What follows belongs to an exercise in optimizing a design on an open flow for small area; a production flow would make more cautious choices. Function was checked by simulation only, so behaviour that the tests miss may differ from the original.

v6:
==> flow/design.v <==
module sinc_df_add #(parameter W = 32) (
    input  wire [W-1:0] a,
    input  wire [W-1:0] b,
    input  wire         ci,
    output wire [W-1:0] s,
    output wire         co
);
    wire [W:0] c;
    assign c[0] = ci;
    genvar i;
    generate
        for (i = 0; i < W; i = i + 1) begin : g
            assign s[i]   = a[i] ^ b[i] ^ c[i];
            assign c[i+1] = (a[i] & b[i]) | (c[i] & (a[i] ^ b[i]));
        end
    endgenerate
    assign co = c[W];
endmodule
module sinc_df_inc #(parameter W = 32) (
    input  wire [W-1:0] a,
    input  wire         ci,
    output wire [W-1:0] s,
    output wire         co
);
    wire [W:0] c;
    assign c[0] = ci;
    genvar i;
    generate
        for (i = 0; i < W; i = i + 1) begin : g
            assign s[i]   = a[i] ^ c[i];
            assign c[i+1] = a[i] & c[i];
        end
    endgenerate
    assign co = c[W];
endmodule
module sinc_df (
    input  wire        clk,
    input  wire        rst,           
    input  wire [2:0]  cfg_ord,       
    input  wire [8:0]  cfg_osr,       
    input  wire [23:0] cfg_ofs,       
    input  wire [23:0] cfg_gain,      
    input  wire        restart,       
    input  wire        clk_loss,      
    input  wire        bit_valid,     
    input  wire        bit_in,
    output reg         out_stb,       
    output reg  [15:0] df_result,     
    output reg         df_valid,
    output reg  [6:0]  df_count,      
    output wire        settling,
    output reg         stuck,
    output reg  [15:0] loss_count     
);
    reg       run_bit;
    reg [5:0] run_len;                
    wire same_bit     = (bit_in == run_bit) && (stuck || run_len != 6'd0);
    wire stuck_detect = bit_valid && !stuck && same_bit && (run_len == 6'd63);
    wire stuck_end    = bit_valid && stuck && !same_bit;
    wire bit_take     = bit_valid && (stuck ? !same_bit : !stuck_detect);
    wire flush = restart || clk_loss || stuck_detect;
    wire [5:0] run_inc;
    sinc_df_inc #(6) u_run (.a(run_len), .ci(1'b1), .s(run_inc), .co());
    wire [1:0] nm1 = cfg_ord[2] ? 2'd3 : (cfg_ord[1:0] - 2'd1);    
    wire       n4  = (nm1 == 2'd3);
    wire       n3p = nm1[1];                                       
    wire       n2p = (nm1 != 2'd0);                                
    reg  [7:0] phase;
    wire [7:0] phase_inc;
    sinc_df_inc #(8) u_phase (.a(phase), .ci(1'b1), .s(phase_inc), .co());
    wire       window_end = bit_take && (phase == 8'hfe);
    reg  [1:0] out_n;                 
    reg        pend_ok;               
    reg [31:0] integ1, integ2, integ3, integ4;
    reg [31:0] z1, z2, z3;
    reg [2:0]  cs;                    
    wire s1 = ((cs == 3'd1) || (cs == 3'd6)) && n4;     
    wire s2 = ((cs == 3'd2) || (cs == 3'd5)) && n3p;    
    wire s3 = ((cs == 3'd3) || (cs == 3'd4)) && n2p;    
    reg  fl1;                         
    reg  xs;                          
    wire csub = cs[2];                         
    wire [31:0] a1, a2, a3, a4;
    wire [31:0] tk = {32{bit_take}};
    wire [31:0] tk4 = {32{bit_take && !fl1}};
    wire [31:0] b4 = ((a3 & tk4) | (z3 & {32{s1}}) | (z2 & {32{s2}}) | (z1 & {32{s3}})) ^ {32{csub}};
    sinc_df_inc #(32) u_i1 (.a(integ1), .ci(bit_take & bit_in), .s(a1), .co());
    sinc_df_add #(32) u_i2 (.a(integ2), .b(a1 & tk), .ci(1'b0), .s(a2), .co());
    sinc_df_add #(32) u_i3 (.a(integ3), .b(a2 & tk), .ci(1'b0), .s(a3), .co());
    sinc_df_add #(32) u_i4 (.a(integ4), .b(b4), .ci(csub | xs), .s(a4), .co());
    wire [31:0] d = integ4;
    wire        pend = (cs == 3'd1);    
    reg [31:0] pc;                    
    reg [8:0]  pacc;
    reg [1:0]  pm;                    
    wire       p32 = cfg_osr[8] & n4;
    wire [8:0] psum;
    wire       psum_co;
    sinc_df_add #(9) u_pm (.a(pacc), .b(cfg_osr & {9{~pc[0]}}), .ci(1'b0), .s(psum), .co(psum_co));
    reg  [4:0] cnt;
    reg        busy;
    reg [31:0] r;
    reg        qb1, allones;
    wire [31:0] x = pend ? d : r;
    wire [32:0] trial;
    wire        ge;                   
    sinc_df_add #(33) u_div (.a({x, 1'b0}), .b({~p32, pc}), .ci(1'b1), .s(trial), .co(ge));
    reg [24:0] accl;
    reg [22:0] acck;
    reg        ta, tb, ts;
    reg        dg_neg, dg_nz, dg_two;  
    wire [27:0] cx   = {2'b00, ~cfg_ofs[23], cfg_ofs[22:0], 2'b00};
    wire        cbit = cx[cnt];
    wire        rnd  = (cnt == 5'd2) && ge && !(allones && qb1);
    wire        n_neg = !qb1 && cbit && !rnd;
    wire        n_two = qb1 && !cbit && rnd;
    wire        n_nz  = rnd ? (qb1 || !cbit) : (qb1 ^ cbit);
    wire [24:0] g2   = dg_two ? {cfg_gain, 1'b0} : {cfg_gain[23], cfg_gain};
    wire [24:0] gop  = (g2 & {25{dg_nz}}) ^ {25{dg_neg}};
    wire [24:0] lsum;
    wire        lco;
    sinc_df_add #(25) u_hl (.a({accl[23:0], dg_neg}), .b(gop), .ci(1'b0), .s(lsum), .co(lco));
    wire [23:0] ksum;                 
    sinc_df_add #(24) u_hk (.a({acck, ta}), .b({24{ts}}), .ci(tb), .s(ksum), .co());
    wire        res_ok  = (ksum[23] == ksum[22]) && (ksum[22] == ksum[21]);
    wire [15:0] res_sat = res_ok ? ksum[21:6] : (ksum[23] ? 16'h8000 : 16'h7fff);
    wire [15:0] loss_inc;
    wire        loss_co;
    sinc_df_inc #(16) u_loss (.a(loss_count), .ci(1'b1), .s(loss_inc), .co(loss_co));
    wire [6:0]  count_inc;
    sinc_df_inc #(7) u_count (.a(df_count), .ci(1'b1), .s(count_inc), .co());
    assign settling = !df_valid && !stuck;
    always @(posedge clk) begin
        integ1 <= (rst || flush || !n4)  ? 32'd0 : a1;
        integ2 <= (rst || flush || !n3p) ? 32'd0 : a2;
        integ3 <= (rst || flush || !n2p) ? 32'd0 : a3;
        integ4 <= (rst || flush || cs == 3'd3) ? 32'd0 : a4;
        fl1 <= rst || flush;
        xs  <= fl1 && bit_take && bit_in;
        if (cs == 3'd1 || fl1) z3 <= a4;
        if (cs == 3'd2 || fl1) z2 <= a4;
        if (cs == 3'd3 || fl1) z1 <= a4;
        if (rst || flush) begin
            cs <= 3'd0;
        end else begin
            if (window_end)
                cs <= 3'd1;
            else if (cs != 3'd0)
                cs <= (cs == 3'd6) ? 3'd0 : cs + 3'd1;
        end
    end
    always @(posedge clk) begin
        if (rst) begin
            run_bit    <= 1'b0;
            run_len    <= 6'd0;
            stuck      <= 1'b0;
            out_n      <= 2'd0;
            pend_ok    <= 1'b0;
            busy       <= 1'b0;
            out_stb    <= 1'b0;
            df_result  <= 16'd0;
            df_valid   <= 1'b0;
            df_count   <= 7'd0;
            loss_count <= 16'd0;
        end else begin
            out_stb <= 1'b0;
            if (bit_valid) begin
                run_bit <= bit_in;
                run_len <= same_bit ? run_inc : 6'd1;
            end
            if (stuck_detect)
                stuck <= 1'b1;
            else if (stuck_end)
                stuck <= 1'b0;
            if (flush) begin
                out_n    <= 2'd0;
                busy     <= 1'b0;
                df_valid <= 1'b0;
                if ((clk_loss || stuck_detect) && !loss_co)
                    loss_count <= loss_inc;
            end else begin
                if (window_end) begin
                    pend_ok <= (out_n >= nm1);
                    if (out_n != 2'd3)
                        out_n <= out_n + 2'd1;
                end
                if (busy && cnt == 5'd0) begin
                    busy      <= 1'b0;
                    df_result <= res_sat;
                    df_valid  <= 1'b1;
                    df_count  <= count_inc;
                    out_stb   <= 1'b1;
                end
                if (pend && pend_ok)
                    busy <= 1'b1;
            end
        end
    end
    always @(posedge clk) begin
        if (rst || flush || window_end)
            phase <= ~cfg_osr[7:0];
        else if (bit_take)
            phase <= phase_inc;
        r   <= ge ? trial[31:0] : {x[30:0], 1'b0};
        qb1 <= ge;
        if (pend) begin
            allones <= 1'b1;
            dg_neg  <= 1'b0;
            dg_nz   <= 1'b0;
            dg_two  <= 1'b0;
            accl    <= 25'd32;
            acck    <= 23'd0;
            ta      <= 1'b0;
            tb      <= 1'b0;
            ts      <= 1'b0;
        end else begin
            allones <= allones & qb1;
            dg_neg  <= n_neg;
            dg_nz   <= n_nz;
            dg_two  <= n_two;
            accl    <= lsum;
            acck    <= ksum[22:0];
            ta      <= accl[24];
            tb      <= lco;
            ts      <= gop[24];
        end
        if (rst || restart) begin
            pc   <= ~{23'd0, cfg_osr};
            pacc <= 9'd0;
            pm   <= nm1;
            cnt  <= 5'd31;
        end else if (pend && pend_ok) begin
            cnt  <= 5'd25;
        end else begin
            cnt  <= cnt - 5'd1;
            if (pm != 2'd0) begin
                pc   <= {~psum[0], pc[31:1]};
                pacc <= {psum_co, psum[8:1]};
                if (cnt == 5'd0)
                    pm <= pm - 2'd1;
            end
        end
    end
endmodule
Settings: LEC_CHECK=0, ABC_AREA=1, CAP_MARGIN=20, CORE_MARGIN=2, CORE_UTILIZATION=70, SLEW_MARGIN=20; clock period 22.0 ns.
standard.sh (not shown) runs the stock make flow with config.mk's settings and CLKGATE_MAP_FILE= SYNTH_SCRIPT=/design/flow/synth_recipe.tcl, a recipe that flattens the netlist after the stock synthesis.
==> flow/flow/run.sh <==
#!/bin/bash
# Standard layout, with two changes to how it is made:
#  - ports are buffered with sky130_fd_sc_hd__buf_1,
#  - CTS inserts no dummy loads.
export BUFFER_PORTS_ARGS="-buffer_cell sky130_fd_sc_hd__buf_1"
export CTS_ARGS="-sink_clustering_enable -repair_clock_nets -sink_clustering_size 16 -sink_clustering_max_diameter 50 -buf_list sky130_fd_sc_hd__clkbuf_8 -dont_use_dummy_load"
bash standard.sh > standard.log 2>&1
#### Input delta (v7 over v6)
--- a/flow/design.v
+++ b/flow/design.v
@@ -83,10 +83,13 @@
     wire [31:0] a1, a2, a3, a4;
     wire [31:0] tk = {32{bit_take}};
-    wire [31:0] tk4 = {32{bit_take && !fl1}};
-    wire [31:0] b4 = ((a3 & tk4) | (z3 & {32{s1}}) | (z2 & {32{s2}}) | (z1 & {32{s3}})) ^ {32{csub}};
+    wire [31:0] i2in = n4  ? a1 : {31'd0, bit_in};
+    wire [31:0] i3in = n3p ? a2 : {31'd0, bit_in};
+    wire [31:0] i4in = n2p ? a3 : {31'd0, bit_in};
+    wire [31:0] tk4 = {32{(bit_take && !fl1) || (xs && n2p)}};
+    wire [31:0] b4 = ((i4in & tk4) | (z3 & {32{s1}}) | (z2 & {32{s2}}) | (z1 & {32{s3}})) ^ {32{csub}};
     sinc_df_inc #(32) u_i1 (.a(integ1), .ci(bit_take & bit_in), .s(a1), .co());
-    sinc_df_add #(32) u_i2 (.a(integ2), .b(a1 & tk), .ci(1'b0), .s(a2), .co());
-    sinc_df_add #(32) u_i3 (.a(integ3), .b(a2 & tk), .ci(1'b0), .s(a3), .co());
-    sinc_df_add #(32) u_i4 (.a(integ4), .b(b4), .ci(csub | xs), .s(a4), .co());
+    sinc_df_add #(32) u_i2 (.a(integ2), .b(i2in & tk), .ci(1'b0), .s(a2), .co());
+    sinc_df_add #(32) u_i3 (.a(integ3), .b(i3in & tk), .ci(1'b0), .s(a3), .co());
+    sinc_df_add #(32) u_i4 (.a(integ4), .b(b4), .ci(csub | (xs && !n2p)), .s(a4), .co());
     wire [31:0] d = integ4;
     wire        pend = (cs == 3'd1);    
@@ -132,10 +135,10 @@
     assign settling = !df_valid && !stuck;
     always @(posedge clk) begin
-        integ1 <= (rst || flush || !n4)  ? 32'd0 : a1;
-        integ2 <= (rst || flush || !n3p) ? 32'd0 : a2;
-        integ3 <= (rst || flush || !n2p) ? 32'd0 : a3;
+        integ1 <= a1;
+        integ2 <= a2;
+        integ3 <= a3;
         integ4 <= (rst || flush || cs == 3'd3) ? 32'd0 : a4;
         fl1 <= rst || flush;
-        xs  <= fl1 && bit_take && bit_in;
+        xs  <= fl1 && bit_take && (n2p || bit_in);
         if (cs == 3'd1 || fl1) z3 <= a4;
         if (cs == 3'd2 || fl1) z2 <= a4;
Notes after the runs:
- Lower post-synthesis area per instance goes to v6 over v7.
- v6 was larger in final cell area than v7.
- Clock transition at the registers of the reported paths ended up 0.02 ns lower on v7 than on v6.
- v7 vs v6 — buffer count excluding the clock tree in the final layout climbed slightly
- Looking at v7 and v6, the global-route wire length before repair is a wash.
- Every run in the comparison, v7 and v6, completed the flow with a clean layout.

==> static timing again, ports no longer ideal <==
In the flow no input, the clock included, has a driving cell. The finished layouts below were timed again as built, in two steps. Step 1 sets driving cells, clkbuf_16 on the clock port and buf_2 on the other inputs (assumed; they add their load-dependent delay and slew). Step 2 also shifts input and output timing later by t, the mid clock arrival at the registers, as if the neighbouring blocks saw the same clock. a / b / c = no drivers / after step 1 / after step 2; a / b = the first two.
| run | t (ns) | setup slack, ns | worst hold slack (ns) | slew at the worst register clock pin (ns) |
|---|---|---|---|---|
| v6 | 0.595 | 0.900 / 0.894 / 0.299 | 0.419 / 0.419 / 0.419 | 0.10 / 0.10 |
| v7 | 0.594 | 1.260 / 1.280 / 0.686 | 0.418 / 0.418 / 0.418 | 0.10 / 0.10 |
After both steps every run listed still meets setup and hold. For v6, which loses most, drivers alone change the setup slack by -0.006 ns; drivers and shift together by -0.601 ns.
